Source: an optimization exercise on an open RTL-to-GDS flow (aim: small area, a short achievable clock period and few clock cycles per item). Production flows keep margins and buffers that such runs may drop.
RTL that was checked went through simulation tests only; none was proved equivalent to the original.

==> inputs of branch zinc <==
Design mtr_pulse, start of the top module:
module mtr_pulse (
    input  wire        clk,
    input  wire        rst,
    input  wire        in_valid,
    output wire        in_ready,
    input  wire        in_op,         
    input  wire [47:0] in_de,         
    input  wire [39:0] in_ts,         
    input  wire [23:0] in_dt,         
    input  wire [31:0] in_const,      
    output wire        out_valid,
    input  wire        out_ready,
    output wire [39:0] out_start,     
    output wire        busy,
    output wire [63:0] resid,         
    output wire [31:0] count          
);
    localparam [39:0] PULSE_DELAY_US = 40'd25000;
    localparam [39:0] KH_RESET       = 40'd225000;    
    reg [60:0] a_q;           
    reg [39:0] kh_q;          
    reg [31:0] count_q;
    reg        rep_q;         
    reg        sl_valid;
    reg [47:0] sl_f;
    reg [47:0] sl_de;
    reg [23:0] sl_dt;
    reg [39:0] sl_ts;
    reg        dv_busy;
    reg        dv_fin;        
    reg [4:0]  dv_cnt;        
    reg [47:0] dv_f;
  ...
Settings: LEC_CHECK=0, CAP_MARGIN=20, CORE_MARGIN=2, CORE_UTILIZATION=40, SLEW_MARGIN=20; clock period 12.0 ns.
standard.sh (not shown) runs the stock make flow with config.mk's settings and CLKGATE_MAP_FILE= SYNTH_SCRIPT=/design/flow/synth_recipe.tcl, a recipe that flattens the netlist after the stock synthesis.
==> flow/flow/run.sh <==
#!/bin/bash
set -euo pipefail
bash standard.sh SETUP_SLACK_MARGIN=8.5 finish > standard_make.log 2>&1
==> branch nickel: changes against branch zinc <==
--- a/flow/design.v
+++ b/flow/design.v
@@ -12,16 +12,21 @@
     input  wire        out_ready,
     output wire [39:0] out_start,     
     output wire        busy,
     output wire [63:0] resid,         
     output wire [31:0] count          
 );
     localparam [39:0] PULSE_DELAY_US = 40'd25000;
     localparam [39:0] KH_RESET       = 40'd225000;    
+    reg        s1_valid;
+    reg        s1_op;
+    reg [47:0] s1_de;
+    reg [39:0] s1_ts;         
+    reg [23:0] s1_dt;
     reg [60:0] a_q;           
     reg [39:0] kh_q;          
     reg [31:0] count_q;
     reg        rep_q;         
     reg        sl_valid;
     reg [47:0] sl_f;
     reg [47:0] sl_de;
     reg [23:0] sl_dt;
@@ -36,48 +41,48 @@
     reg [39:0] dv_ts;
     reg        o_pend;        
     reg        o_rnd;
     reg        o_valid;
     reg [39:0] o_start;
     wire fin_out  = dv_busy && dv_fin && !o_valid && !o_pend;
     wire dv_take  = sl_valid && (!dv_busy || fin_out);
     wire sl_space = !sl_valid || dv_take;
-    assign in_ready  = !rep_q && sl_space;
-    assign busy      = rep_q || sl_valid || dv_busy || o_pend || o_valid;
+    wire s1_leave = s1_valid && !rep_q && (s1_op || sl_space);
+    wire s1_free  = !s1_valid || s1_leave;
+    assign in_ready  = s1_free;
+    assign busy      = s1_valid || rep_q || sl_valid || dv_busy || o_pend || o_valid;
     assign out_valid = o_valid;
     assign out_start = o_start;
     assign resid     = {3'd0, a_q};
     assign count     = count_q;
-    wire accept   = in_valid && in_ready;
-    wire acc_e    = accept && !in_op;
-    wire acc_c    = accept && in_op;
+    wire acc_e    = s1_leave && !s1_op;
+    wire acc_c    = s1_leave && s1_op;
     wire rep_step = rep_q && sl_space;
-    wire [41:0] amk_h;
-    wire        amk_co;
-    bk_add #(42) u_amk (.a({1'b0, a_q[60:20]}), .b(~{2'b0, kh_q}), .ci(1'b1), .s(amk_h), .co(amk_co));
-    wire [61:0] amk    = {amk_h, a_q[19:0]};
-    wire [60:0] add_de = rep_q ? 61'd0 : {13'd0, in_de};
+    wire [60:0] add_de = rep_q ? 61'd0 : {13'd0, s1_de};
+    wire [60:0] nk     = ~{1'b0, kh_q, 20'd0};
+    wire [60:0] cs_s   = a_q ^ add_de ^ nk;
+    wire [60:0] cs_c   = (a_q & add_de) | (a_q & nk) | (add_de & nk);
     wire [60:0] sum_s;
     wire [61:0] sum_t;
     wire        ss_co, st_co;
     bk_add #(61) u_ss (.a(a_q), .b(add_de), .ci(1'b0), .s(sum_s), .co(ss_co));
-    bk_add #(62) u_st (.a(amk), .b({1'b0, add_de}), .ci(1'b0), .s(sum_t), .co(st_co));
-    wire        ge     = !sum_t[61];                           
+    bk_add #(62) u_st (.a({1'b0, cs_s}), .b({cs_c, 1'b0}), .ci(1'b1), .s(sum_t), .co(st_co));
+    wire        ge     = sum_t[61];                            
     wire [60:0] a_next = ge ? sum_t[60:0] : sum_s;
     wire        pulse  = ge && (acc_e || rep_step);
-    wire        big    = (kh_q[39:28] == 12'd0) && (in_de[47:20] >= kh_q[27:0]);
+    wire        big    = (kh_q[39:28] == 12'd0) && (s1_de[47:20] >= kh_q[27:0]);
     wire [47:0] f_op   = rep_q ? sl_f : ~a_q[47:0];
     wire [27:0] f_hi;
     wire        f_co;
     wire [19:0] f_lo   = f_op[19:0] + {19'd0, !rep_q};      
     wire        f_lc   = !rep_q && (a_q[19:0] == 20'd0);   
     bk_add #(28) u_f (.a(kh_q[27:0]), .b(f_op[47:20]), .ci(f_lc), .s(f_hi), .co(f_co));
     wire [47:0] f_next = {f_hi, f_lo};
-    wire [31:0] c1     = {in_const[31:1], in_const[0] | (in_const[31:1] == 31'd0)};
+    wire [31:0] c1     = {s1_ts[31:1], s1_ts[0] | (s1_ts[31:1] == 31'd0)};
     wire [39:0] kc_a   = {c1, 8'd0};
     wire [39:0] kc_b   = ~{3'd0, c1, 5'd0};
     wire [39:0] kc_c   = {8'd0, c1};
     wire [39:0] kc_s   = kc_a ^ kc_b ^ kc_c;
     wire [39:0] kc_k   = (kc_a & kc_b) | (kc_a & kc_c) | (kc_b & kc_c);
     wire [39:0] kh_new;
     wire        kh_co;
     bk_add #(40) u_kh (.a(kc_s), .b({kc_k[38:0], 1'b0}), .ci(1'b1), .s(kh_new), .co(kh_co));
@@ -93,17 +98,18 @@
     wire [50:0] c1c    = (r2 & bf) | (r2 & nd1) | (bf & nd1);
     bk_add #(51) u_t1 (.a(c1s), .b({c1c[49:0], 1'b0}), .ci(1'b1), .s(t1), .co(t1_co));
     wire [50:0] c2s    = r2 ^ bf ^ nd2;
     wire [50:0] c2c    = (r2 & bf) | (r2 & nd2) | (bf & nd2);
     bk_add #(51) u_t2 (.a(c2s), .b({c2c[49:0], 1'b0}), .ci(1'b1), .s(t2), .co(t2_co));
     wire        ge2    = !t2[50];
     wire        ge1    = !t1[50];
     wire [47:0] r_next = ge2 ? t2[47:0] : ge1 ? t1[47:0] : t0[47:0];
-    wire [22:0] xh     = dv_x[22:0] + {22'd0, ge2};
+    wire [22:0] x_inc  = dv_x[22:0] + 23'd1;                  
+    wire [22:0] xh     = ge2 ? x_inc : dv_x[22:0];
     wire [23:0] x_next = {xh, ge1 & !ge2};
     reg  [4:0]  lz;
     integer     i;
     always @(*) begin
         lz = 5'd24;
         for (i = 0; i < 24; i = i + 1)
             if (sl_dt[i]) lz = 5'd23 - i[4:0];
     end
@@ -113,26 +119,29 @@
     wire        st0_co, st1_co;
     bk_add #(40) u_st0 (.a(dv_ts), .b({16'd0, dv_x}), .ci(1'b0), .s(start0), .co(st0_co));
     bk_add #(40) u_st1 (.a(o_start), .b(PULSE_DELAY_US), .ci(o_rnd), .s(start1), .co(st1_co));
     wire [31:0] count_inc;
     wire        cnt_co;
     bk_add #(32) u_cnt (.a(count_q), .b(32'd0), .ci(1'b1), .s(count_inc), .co(cnt_co));
     always @(posedge clk) begin
         if (rst) begin
+            s1_valid <= 1'b0;
             a_q      <= 61'd0;
             kh_q     <= KH_RESET;
             count_q  <= 32'd0;
             rep_q    <= 1'b0;
             sl_valid <= 1'b0;
             dv_busy  <= 1'b0;
             dv_fin   <= 1'b0;
             o_pend   <= 1'b0;
             o_valid  <= 1'b0;
         end else begin
+            if (s1_free)
+                s1_valid <= in_valid;
             if (acc_c)
                 a_q <= 61'd0;
             else if (acc_e || rep_step)
                 a_q <= a_next;
             if (acc_c)
                 kh_q <= kh_new;
             if (rep_q) begin
                 if (!ge) rep_q <= 1'b0;
@@ -153,22 +162,28 @@
                 o_valid <= 1'b1;
             else if (out_ready)
                 o_valid <= 1'b0;
             if (o_valid && out_ready)
                 count_q <= count_inc;
         end
     end
     always @(posedge clk) begin
+        if (s1_free) begin
+            s1_op <= in_op;
+            s1_de <= in_de;
+            s1_ts <= in_op ? {8'd0, in_const} : in_ts;
+            s1_dt <= in_dt;
+        end
         if (sl_space) begin
             sl_f <= f_next;
             if (!rep_q) begin
-                sl_de <= in_de;
-                sl_dt <= in_dt;
-                sl_ts <= in_ts;
+                sl_de <= s1_de;
+                sl_dt <= s1_dt;
+                sl_ts <= s1_ts;
             end
         end
         if (dv_take) begin
             dv_f   <= sl_f;
             dv_de  <= sl_de;
             dv_r   <= (lz == 5'd24 || f_eq) ? 48'd0 : sl_f;
             dv_x   <= {dt_norm[22:0], f_eq && (lz != 5'd24)};
             dv_cnt <= 5'd23 - lz;
@@ -187,17 +202,25 @@
 endmodule
 module bk_add #(parameter integer W = 32) (
     input  wire [W-1:0] a,
     input  wire [W-1:0] b,
     input  wire         ci,
     output wire [W-1:0] s,
     output wire         co
 );
-    localparam integer L = $clog2(W + 1);
+    function integer lg2;              
+        input integer n;
+        integer m;
+        begin
+            lg2 = 0;
+            for (m = n - 1; m > 0; m = m >> 1) lg2 = lg2 + 1;
+        end
+    endfunction
+    localparam integer L = lg2(W + 1);
     wire [W:0] g0 = {a & b, ci};
     wire [W:0] p0 = {a ^ b, 1'b0};
     wire [W:0] g [0:2*L];
     wire [W:0] p [0:2*L];
     assign g[0] = g0;
     assign p[0] = p0;
     genvar lv, k;
     generate
==> flow/flow/run.sh (replaced) <==
#!/bin/bash
set -euo pipefail
bash standard.sh SETUP_SLACK_MARGIN=7.0 CORE_UTILIZATION=60 finish > standard_make.log 2>&1
==> branch quartz: changes against branch zinc <==
--- a/flow/design.v
+++ b/flow/design.v
@@ -12,98 +12,104 @@
     input  wire        out_ready,
     output wire [39:0] out_start,     
     output wire        busy,
     output wire [63:0] resid,         
     output wire [31:0] count          
 );
     localparam [39:0] PULSE_DELAY_US = 40'd25000;
     localparam [39:0] KH_RESET       = 40'd225000;    
+    reg        s1_valid;
+    reg        s1_op;
+    reg [47:0] s1_de;
+    reg [39:0] s1_ts;         
+    reg [23:0] s1_dt;
     reg [60:0] a_q;           
     reg [39:0] kh_q;          
     reg [31:0] count_q;
     reg        rep_q;         
     reg        sl_valid;
     reg [47:0] sl_f;
     reg [47:0] sl_de;
     reg [23:0] sl_dt;
     reg [39:0] sl_ts;
     reg        dv_busy;
     reg        dv_fin;        
     reg [4:0]  dv_cnt;        
+    reg        dv_b;          
     reg [47:0] dv_f;
     reg [47:0] dv_de;
     reg [47:0] dv_r;
     reg [23:0] dv_x;          
     reg [39:0] dv_ts;
     reg        o_pend;        
     reg        o_rnd;
     reg        o_valid;
     reg [39:0] o_start;
     wire fin_out  = dv_busy && dv_fin && !o_valid && !o_pend;
     wire dv_take  = sl_valid && (!dv_busy || fin_out);
     wire sl_space = !sl_valid || dv_take;
-    assign in_ready  = !rep_q && sl_space;
-    assign busy      = rep_q || sl_valid || dv_busy || o_pend || o_valid;
+    wire s1_leave = s1_valid && !rep_q && (s1_op || sl_space);
+    wire s1_free  = !s1_valid || s1_leave;
+    assign in_ready  = s1_free;
+    assign busy      = s1_valid || rep_q || sl_valid || dv_busy || o_pend || o_valid;
     assign out_valid = o_valid;
     assign out_start = o_start;
     assign resid     = {3'd0, a_q};
     assign count     = count_q;
-    wire accept   = in_valid && in_ready;
-    wire acc_e    = accept && !in_op;
-    wire acc_c    = accept && in_op;
+    wire acc_e    = s1_leave && !s1_op;
+    wire acc_c    = s1_leave && s1_op;
     wire rep_step = rep_q && sl_space;
-    wire [41:0] amk_h;
-    wire        amk_co;
-    bk_add #(42) u_amk (.a({1'b0, a_q[60:20]}), .b(~{2'b0, kh_q}), .ci(1'b1), .s(amk_h), .co(amk_co));
-    wire [61:0] amk    = {amk_h, a_q[19:0]};
-    wire [60:0] add_de = rep_q ? 61'd0 : {13'd0, in_de};
+    wire [60:0] add_de = rep_q ? 61'd0 : {13'd0, s1_de};
+    wire [60:0] nk     = ~{1'b0, kh_q, 20'd0};
+    wire [60:0] cs_s   = a_q ^ add_de ^ nk;
+    wire [60:0] cs_c   = (a_q & add_de) | (a_q & nk) | (add_de & nk);
     wire [60:0] sum_s;
     wire [61:0] sum_t;
     wire        ss_co, st_co;
     bk_add #(61) u_ss (.a(a_q), .b(add_de), .ci(1'b0), .s(sum_s), .co(ss_co));
-    bk_add #(62) u_st (.a(amk), .b({1'b0, add_de}), .ci(1'b0), .s(sum_t), .co(st_co));
-    wire        ge     = !sum_t[61];                           
+    bk_add #(62) u_st (.a({1'b0, cs_s}), .b({cs_c, 1'b0}), .ci(1'b1), .s(sum_t), .co(st_co));
+    wire        ge     = sum_t[61];                            
     wire [60:0] a_next = ge ? sum_t[60:0] : sum_s;
     wire        pulse  = ge && (acc_e || rep_step);
-    wire        big    = (kh_q[39:28] == 12'd0) && (in_de[47:20] >= kh_q[27:0]);
+    wire        big    = (kh_q[39:28] == 12'd0) && (s1_de[47:20] >= kh_q[27:0]);
     wire [47:0] f_op   = rep_q ? sl_f : ~a_q[47:0];
     wire [27:0] f_hi;
     wire        f_co;
     wire [19:0] f_lo   = f_op[19:0] + {19'd0, !rep_q};      
     wire        f_lc   = !rep_q && (a_q[19:0] == 20'd0);   
     bk_add #(28) u_f (.a(kh_q[27:0]), .b(f_op[47:20]), .ci(f_lc), .s(f_hi), .co(f_co));
     wire [47:0] f_next = {f_hi, f_lo};
-    wire [31:0] c1     = {in_const[31:1], in_const[0] | (in_const[31:1] == 31'd0)};
+    wire [31:0] c1     = {s1_ts[31:1], s1_ts[0] | (s1_ts[31:1] == 31'd0)};
     wire [39:0] kc_a   = {c1, 8'd0};
     wire [39:0] kc_b   = ~{3'd0, c1, 5'd0};
     wire [39:0] kc_c   = {8'd0, c1};
     wire [39:0] kc_s   = kc_a ^ kc_b ^ kc_c;
     wire [39:0] kc_k   = (kc_a & kc_b) | (kc_a & kc_c) | (kc_b & kc_c);
     wire [39:0] kh_new;
     wire        kh_co;
     bk_add #(40) u_kh (.a(kc_s), .b({kc_k[38:0], 1'b0}), .ci(1'b1), .s(kh_new), .co(kh_co));
-    wire        dv_b   = dv_x[23] && !dv_fin;    
     wire [50:0] r2     = {2'b0, dv_r, 1'b0};
     wire [50:0] bf     = dv_b ? {3'b0, dv_f} : 51'd0;
     wire [50:0] t0, t1, t2;
     wire        t0_co, t1_co, t2_co;
     bk_add #(51) u_t0 (.a(r2), .b(bf), .ci(1'b0), .s(t0), .co(t0_co));
     wire [50:0] nd1    = ~{3'b0, dv_de};
     wire [50:0] nd2    = ~{2'b0, dv_de, 1'b0};
     wire [50:0] c1s    = r2 ^ bf ^ nd1;
     wire [50:0] c1c    = (r2 & bf) | (r2 & nd1) | (bf & nd1);
     bk_add #(51) u_t1 (.a(c1s), .b({c1c[49:0], 1'b0}), .ci(1'b1), .s(t1), .co(t1_co));
     wire [50:0] c2s    = r2 ^ bf ^ nd2;
     wire [50:0] c2c    = (r2 & bf) | (r2 & nd2) | (bf & nd2);
     bk_add #(51) u_t2 (.a(c2s), .b({c2c[49:0], 1'b0}), .ci(1'b1), .s(t2), .co(t2_co));
     wire        ge2    = !t2[50];
     wire        ge1    = !t1[50];
     wire [47:0] r_next = ge2 ? t2[47:0] : ge1 ? t1[47:0] : t0[47:0];
-    wire [22:0] xh     = dv_x[22:0] + {22'd0, ge2};
+    wire [22:0] x_inc  = dv_x[22:0] + 23'd1;                  
+    wire [22:0] xh     = ge2 ? x_inc : dv_x[22:0];
     wire [23:0] x_next = {xh, ge1 & !ge2};
     reg  [4:0]  lz;
     integer     i;
     always @(*) begin
         lz = 5'd24;
         for (i = 0; i < 24; i = i + 1)
             if (sl_dt[i]) lz = 5'd23 - i[4:0];
     end
@@ -113,26 +119,29 @@
     wire        st0_co, st1_co;
     bk_add #(40) u_st0 (.a(dv_ts), .b({16'd0, dv_x}), .ci(1'b0), .s(start0), .co(st0_co));
     bk_add #(40) u_st1 (.a(o_start), .b(PULSE_DELAY_US), .ci(o_rnd), .s(start1), .co(st1_co));
     wire [31:0] count_inc;
     wire        cnt_co;
     bk_add #(32) u_cnt (.a(count_q), .b(32'd0), .ci(1'b1), .s(count_inc), .co(cnt_co));
     always @(posedge clk) begin
         if (rst) begin
+            s1_valid <= 1'b0;
             a_q      <= 61'd0;
             kh_q     <= KH_RESET;
             count_q  <= 32'd0;
             rep_q    <= 1'b0;
             sl_valid <= 1'b0;
             dv_busy  <= 1'b0;
             dv_fin   <= 1'b0;
             o_pend   <= 1'b0;
             o_valid  <= 1'b0;
         end else begin
+            if (s1_free)
+                s1_valid <= in_valid;
             if (acc_c)
                 a_q <= 61'd0;
             else if (acc_e || rep_step)
                 a_q <= a_next;
             if (acc_c)
                 kh_q <= kh_new;
             if (rep_q) begin
                 if (!ge) rep_q <= 1'b0;
@@ -153,51 +162,67 @@
                 o_valid <= 1'b1;
             else if (out_ready)
                 o_valid <= 1'b0;
             if (o_valid && out_ready)
                 count_q <= count_inc;
         end
     end
     always @(posedge clk) begin
+        if (s1_free) begin
+            s1_op <= in_op;
+            s1_de <= in_de;
+            s1_ts <= in_op ? {8'd0, in_const} : in_ts;
+            s1_dt <= in_dt;
+        end
         if (sl_space) begin
             sl_f <= f_next;
             if (!rep_q) begin
-                sl_de <= in_de;
-                sl_dt <= in_dt;
-                sl_ts <= in_ts;
+                sl_de <= s1_de;
+                sl_dt <= s1_dt;
+                sl_ts <= s1_ts;
             end
         end
         if (dv_take) begin
             dv_f   <= sl_f;
             dv_de  <= sl_de;
             dv_r   <= (lz == 5'd24 || f_eq) ? 48'd0 : sl_f;
             dv_x   <= {dt_norm[22:0], f_eq && (lz != 5'd24)};
             dv_cnt <= 5'd23 - lz;
+            dv_b   <= dt_norm[22] && (lz < 5'd23);
             dv_ts  <= sl_ts;
         end else if (dv_busy && !dv_fin) begin
             dv_r   <= r_next;
             dv_x   <= x_next;
             dv_cnt <= dv_cnt - 5'd1;
+            dv_b   <= dv_x[22] && (dv_cnt != 5'd1);
         end
         if (fin_out) begin
             o_start <= start0;
             o_rnd   <= ge1;
         end else if (o_pend)
             o_start <= start1;
     end
 endmodule
 module bk_add #(parameter integer W = 32) (
     input  wire [W-1:0] a,
     input  wire [W-1:0] b,
     input  wire         ci,
     output wire [W-1:0] s,
     output wire         co
 );
-    localparam integer L = $clog2(W + 1);
+    function integer lg2;              
+        input integer n;
+        integer m;
+        begin
+            lg2 = 0;
+            for (m = n - 1; m > 0; m = m >> 1) lg2 = lg2 + 1;
+        end
+    endfunction
+    localparam integer L = lg2(W + 1);
     wire [W:0] g0 = {a & b, ci};
     wire [W:0] p0 = {a ^ b, 1'b0};
     wire [W:0] g [0:2*L];
     wire [W:0] p [0:2*L];
     assign g[0] = g0;
     assign p[0] = p0;
     genvar lv, k;
     generate
==> flow/flow/run.sh (replaced) <==
#!/bin/bash
set -euo pipefail
bash standard.sh SETUP_SLACK_MARGIN=7.0 CORE_UTILIZATION=60 finish > standard_make.log 2>&1
==> flow_summary.toml <==
[min_path]
whs_endpoint = "dv_ts[27]"

[global_routing]
grt_pass1_wl_um = 205000

[worst_setup_path]
crit_type = "flip-flop to output pin"
cp-start-kind = "flip-flop"

[layout]
final_layout_size_suffix_gt1_frac = 0.0758
final_util = 0.705
seq_share = 0.328

[floorplan]
die_w_um = 290

[routing]
drt_first_pass_iters = 5

[logic_synthesis]
syn_inst = 4742
synth_edf_count = 528

[status]
status = "complete, no violations"

[placed_design]
placed_area_um2 = 53100

[sta]
rsz0062_at_grt = "no"
holdWs_ps = 413

[clocking]
numCtsBuffers = 78
Source of the figures above: branch quartz

==> flow_summary.toml <==
[status]
status = "complete, no violations"

[logic_synthesis]
syn_inst = 4721
synth_edf_count = 527

[layout]
seq_share = 0.327
final_util = 0.697

[clocking]
numCtsBuffers = 75

[floorplan]
die_w_um = 291

[sta]
rsz0062_at_grt = "yes"
holdWs_ps = 410

[routing]
dr_wl_met2_um = 61800
drt_first_pass_iters = 5

[worst_setup_path]
cp-start-kind = "flip-flop"
crit_type = "flip-flop to flip-flop"

[min_path]
whs_endpoint = "dv_ts[1]"

[placed_design]
placed_area_um2 = 53300
Source of the figures above: branch nickel

==> flow_summary.toml <==
[logic_synthesis]
synthAdderAreaFrac = 0.259
synth_edf_count = 414
synth_common_cells = "531 x inv_1, 453 x nand2_1, 452 x ha_1"

[status]
status = "complete, no violations"

[layout]
final_util = 0.555
multiInputGateArea_um2 = 30300
seq_share = 0.256

[routing]
dr_wl_met3_um = 9630
drt_first_pass_iters = 6

[sta]
rsz0062_at_grt = "yes"
fmax_ghz = 0.161
holdWs_ps = 417

[placed_design]
dpl.cell_count = 6016
gp_congestion = 0.910
dp_hpwl_um = 100000

[worst_setup_path]
crit_type = "input port to flip-flop"
cp-start-kind = "input port"

[floorplan]
die_w_um = 336

[global_routing]
grtUsageMet3 = 0.0493
use_met2 = 0.438

[min_path]
hold_path_class = "flip-flop to flip-flop"

[clocking]
cts_hold_buf = 0
Source of the figures above: branch zinc

Testbench counts of branch nickel, summed over its fixed seeds: cycles 27,111, increments 19,380.
Testbench counts of branch quartz, summed over its fixed seeds: cycles 27,111, increments 19,380.
For branch zinc, only the layout was checked, not whether the RTL still works.

-- separate check: timing with driven ports --
How much do the figures lean on ideal ports? The routed layouts below were timed once more, with nothing changed but the port constraints. Step 1 (the two cells are an assumption about what drives the block):
set clk [get_ports {clk}]
set_driving_cell -lib_cell sky130_fd_sc_hd__clkbuf_16 $clk
set_driving_cell -lib_cell sky130_fd_sc_hd__buf_2 [delete_from_list [all_inputs] $clk]
Step 2, shift: input delay + t, output delay - t, t = (earliest + latest rising clock arrival at the registers) / 2. This alone moves slack from input paths to output paths. Slacks: no drivers / after step 1 / after step 2; pairs: no drivers / after step 1.
run | shift t [ns] | setup WS [ns] | worst setup path at the end | clock arrival spread, ns | worst data-port slew with drivers (ns)
branch zinc | 0.730 | 5.788 / 5.808 / 5.078 | input to register | 0.045 / 0.045 | 0.21
branch nickel | 0.689 | 7.045 / 7.045 / 6.957 | input to register | 0.039 / 0.039 | 0.06
branch quartz | 0.696 | 7.077 / 7.007 / 7.119 | input to register | 0.023 / 0.023 | 0.11
After both steps setup and hold are still met in every run listed. The setup slack of branch zinc, which loses most, moves by +0.020 ns with the drivers and by -0.710 ns with both steps.
